What follows belongs to an exercise in optimizing a design on an open flow for small area, a short achievable clock period and few clock cycles per item; a production flow would make more cautious choices. Where RTL was checked, it was by simulation tests only, not by an equivalence proof against the original.

==> inputs of 03-21 <==
// sha2_engine
module sha2_engine (
    input  wire          clk,
    input  wire          rst,         
    input  wire          in_valid,
    output wire          in_ready,
    input  wire          in_sha384,   
    input  wire          in_first,    
    input  wire [1023:0] in_block,
    output wire          out_valid,
    input  wire          out_ready,
    output wire [383:0]  out_digest
);
clock: 14.0 ns
lec_check: 0
cap_margin: 20
core_margin: 2
core_utilization: 60
place_density: 0.7
slew_margin: 20
synth_memory_max_bits: 16384
standard.sh (not shown) runs the stock make flow with config.mk's settings and CLKGATE_MAP_FILE= SYNTH_SCRIPT=/design/flow/synth_recipe.tcl, a recipe that flattens the netlist after the stock synthesis.
==> flow/flow/run.sh <==
#!/bin/bash
# Layout flow: the standard synthesis and layout, with timing repair
# aiming for setup slack of SETUP_MARGIN ns at the design's clock period
# (the clock and every constraint stay as given; only the repair target moves).
# Ports get the smallest buffer, and the clock tree uses clkbuf_8 without
# dummy loads.
set -euo pipefail
W=$(pwd)
MARGIN=${SETUP_MARGIN:-8.5}
bash standard.sh synth > "$W/synth.log" 2>&1
make -C "$FLOW_HOME" DESIGN_CONFIG="$W/config.mk" WORK_HOME="$W/orfs" CLKGATE_MAP_FILE= \
    SYNTH_SCRIPT="$W/synth_recipe.tcl" SETUP_SLACK_MARGIN="$MARGIN" \
    BUFFER_PORTS_ARGS="-buffer_cell sky130_fd_sc_hd__buf_1" \
    CTS_ARGS="-sink_clustering_enable -repair_clock_nets -dont_use_dummy_load -buf_list sky130_fd_sc_hd__clkbuf_8" \
    finish > "$W/layout.log" 2>&1
R="$W/orfs/results/$FLOW_PLATFORM/sha2_engine/base"
: # left out here: write the final layout as DEF
==> 01-25 (differences from 03-21) <==
--- a/flow/design.v
+++ b/flow/design.v
@@ -270,33 +270,29 @@
             hqm[3] <= ivm;
             hrm[0] <= hrm[1];
             hrm[1] <= hrm[2];
             hrm[2] <= hrm[3];
             hrm[3] <= ivm;
         end
-        if (ld_iv) begin
+        if (rnd) begin
+            v[0] <= a_sum;
+            v[1] <= last ? sx : a;
+            v[2] <= last ? hq[3] : b;      
+            v[3] <= last ? hq[2] : c;      
+            v[4] <= e_sum;
+            v[5] <= last ? sy : e;
+            v[6] <= last ? hr[3] : f;      
+            v[7] <= last ? hr[2] : g;      
+        end else if (ld_iv) begin
             for (i = 0; i < 8; i = i + 1)
                 v[i] <= iv_of(i, mode);
-        end else begin
-            if (rnd) begin
-                v[0] <= a_sum;
-                v[1] <= last ? sx : a;
-                v[2] <= last ? hq[3] : b;      
-                v[3] <= last ? hq[2] : c;      
-                v[4] <= e_sum;
-                v[5] <= last ? sy : e;
-                v[6] <= last ? hr[3] : f;      
-                v[7] <= last ? hr[2] : g;      
-            end
-            if (fin) begin
-                v[0] <= sx;
-                v[4] <= sy;
-            end
+        end else if (fin) begin
+            v[0] <= sx;
+            v[4] <= sy;
         end
-        if (!stall)
-            W[0] <= W[1];
+        W[0] <= W[1];
         w15c <= (ready || setup) ? 64'h0 : w2[127:64];
         for (i = 1; i < 17; i = i + 1) begin
             if (ready || i == 16)
                 W[i] <= in_sha384 ? in_block[1023 - 64*(i-1) -: 64]
                                   : {in_block[1023 - 64*(i-1) -: 32], in_block[1023 - 32*(i-1) -: 32]};
             else if (i == 15)
==> flow/flow/run.sh (replaced) <==
#!/bin/bash
# Layout flow: the standard synthesis and layout, with timing repair
# aiming for setup slack of SETUP_MARGIN ns at the design's clock period
# (the clock and every constraint stay as given; only the repair target moves).
# Ports get the smallest buffer, and the clock tree uses clkbuf_16 on clusters of up to 30 sinks without
# dummy loads.
set -euo pipefail
W=$(pwd)
MARGIN=${SETUP_MARGIN:-8.5}
bash standard.sh synth > "$W/synth.log" 2>&1
make -C "$FLOW_HOME" DESIGN_CONFIG="$W/config.mk" WORK_HOME="$W/orfs" CLKGATE_MAP_FILE= \
    SYNTH_SCRIPT="$W/synth_recipe.tcl" SETUP_SLACK_MARGIN="$MARGIN" \
    BUFFER_PORTS_ARGS="-buffer_cell sky130_fd_sc_hd__buf_1" \
    CTS_ARGS="-sink_clustering_enable -repair_clock_nets -dont_use_dummy_load -buf_list sky130_fd_sc_hd__clkbuf_16 -sink_clustering_size 30 -sink_clustering_max_diameter 80" \
    finish > "$W/layout.log" 2>&1
R="$W/orfs/results/$FLOW_PLATFORM/sha2_engine/base"
: # left out here: write the final layout as DEF
==> flow/config.mk (replaced) <==
export PLATFORM = sky130hd
export DESIGN_NAME = sha2_engine
export DESIGN_NICKNAME = sha2_engine
export VERILOG_FILES = /design/flow/design.v
export SDC_FILE = /design/flow/constraint.sdc
export NUM_CORES = 4
export LEC_CHECK = 0
export CAP_MARGIN = 30
export CORE_MARGIN = 2
export CORE_UTILIZATION = 50
export PLACE_DENSITY = 0.6
export SLEW_MARGIN = 40
export SYNTH_MEMORY_MAX_BITS = 16384
==> notes <==
Against 03-21, the synthesized cell count of 01-25 is lower by 3.2%.
01-25 passed the timing, DRC and antenna checks. 03-21 failed in 5_1_grt on GRT-0116.
Against 01-25, the area after synthesis of 03-21 is larger by about 0.36%.
Testbench counts of 01-25, summed over its fixed seeds: cycles 93,432, blocks 1,280.
The RTL of 03-21 was laid out without a check of its function.

## what the ideal ports hide
The results above use ideal ports. As a check the final layout listed here was re-extracted and re-timed, cells and wires unchanged. Step 1 assumes that a clkbuf_16 drives the clock port and a buf_2 every other input. Step 2 also shifts input and output timing later by t, the mid clock arrival at the registers, as if the neighbouring blocks saw the same clock. a / b / c = ideal ports / drivers / drivers and shift; a / b = the first two.
run: 01-25
t, ns: 1.023
setup slack, ns: 7.943 / 7.943 / 7.706
latest minus earliest clock arrival (ns): 0.144 / 0.144
worst slew at a driven data input, ns: 0.55
pins driven straight from the clock port: 1
After both steps 01-25 still meets setup and hold. For 01-25, drivers alone change the setup slack by 0.000 ns; drivers and shift together by -0.237 ns.
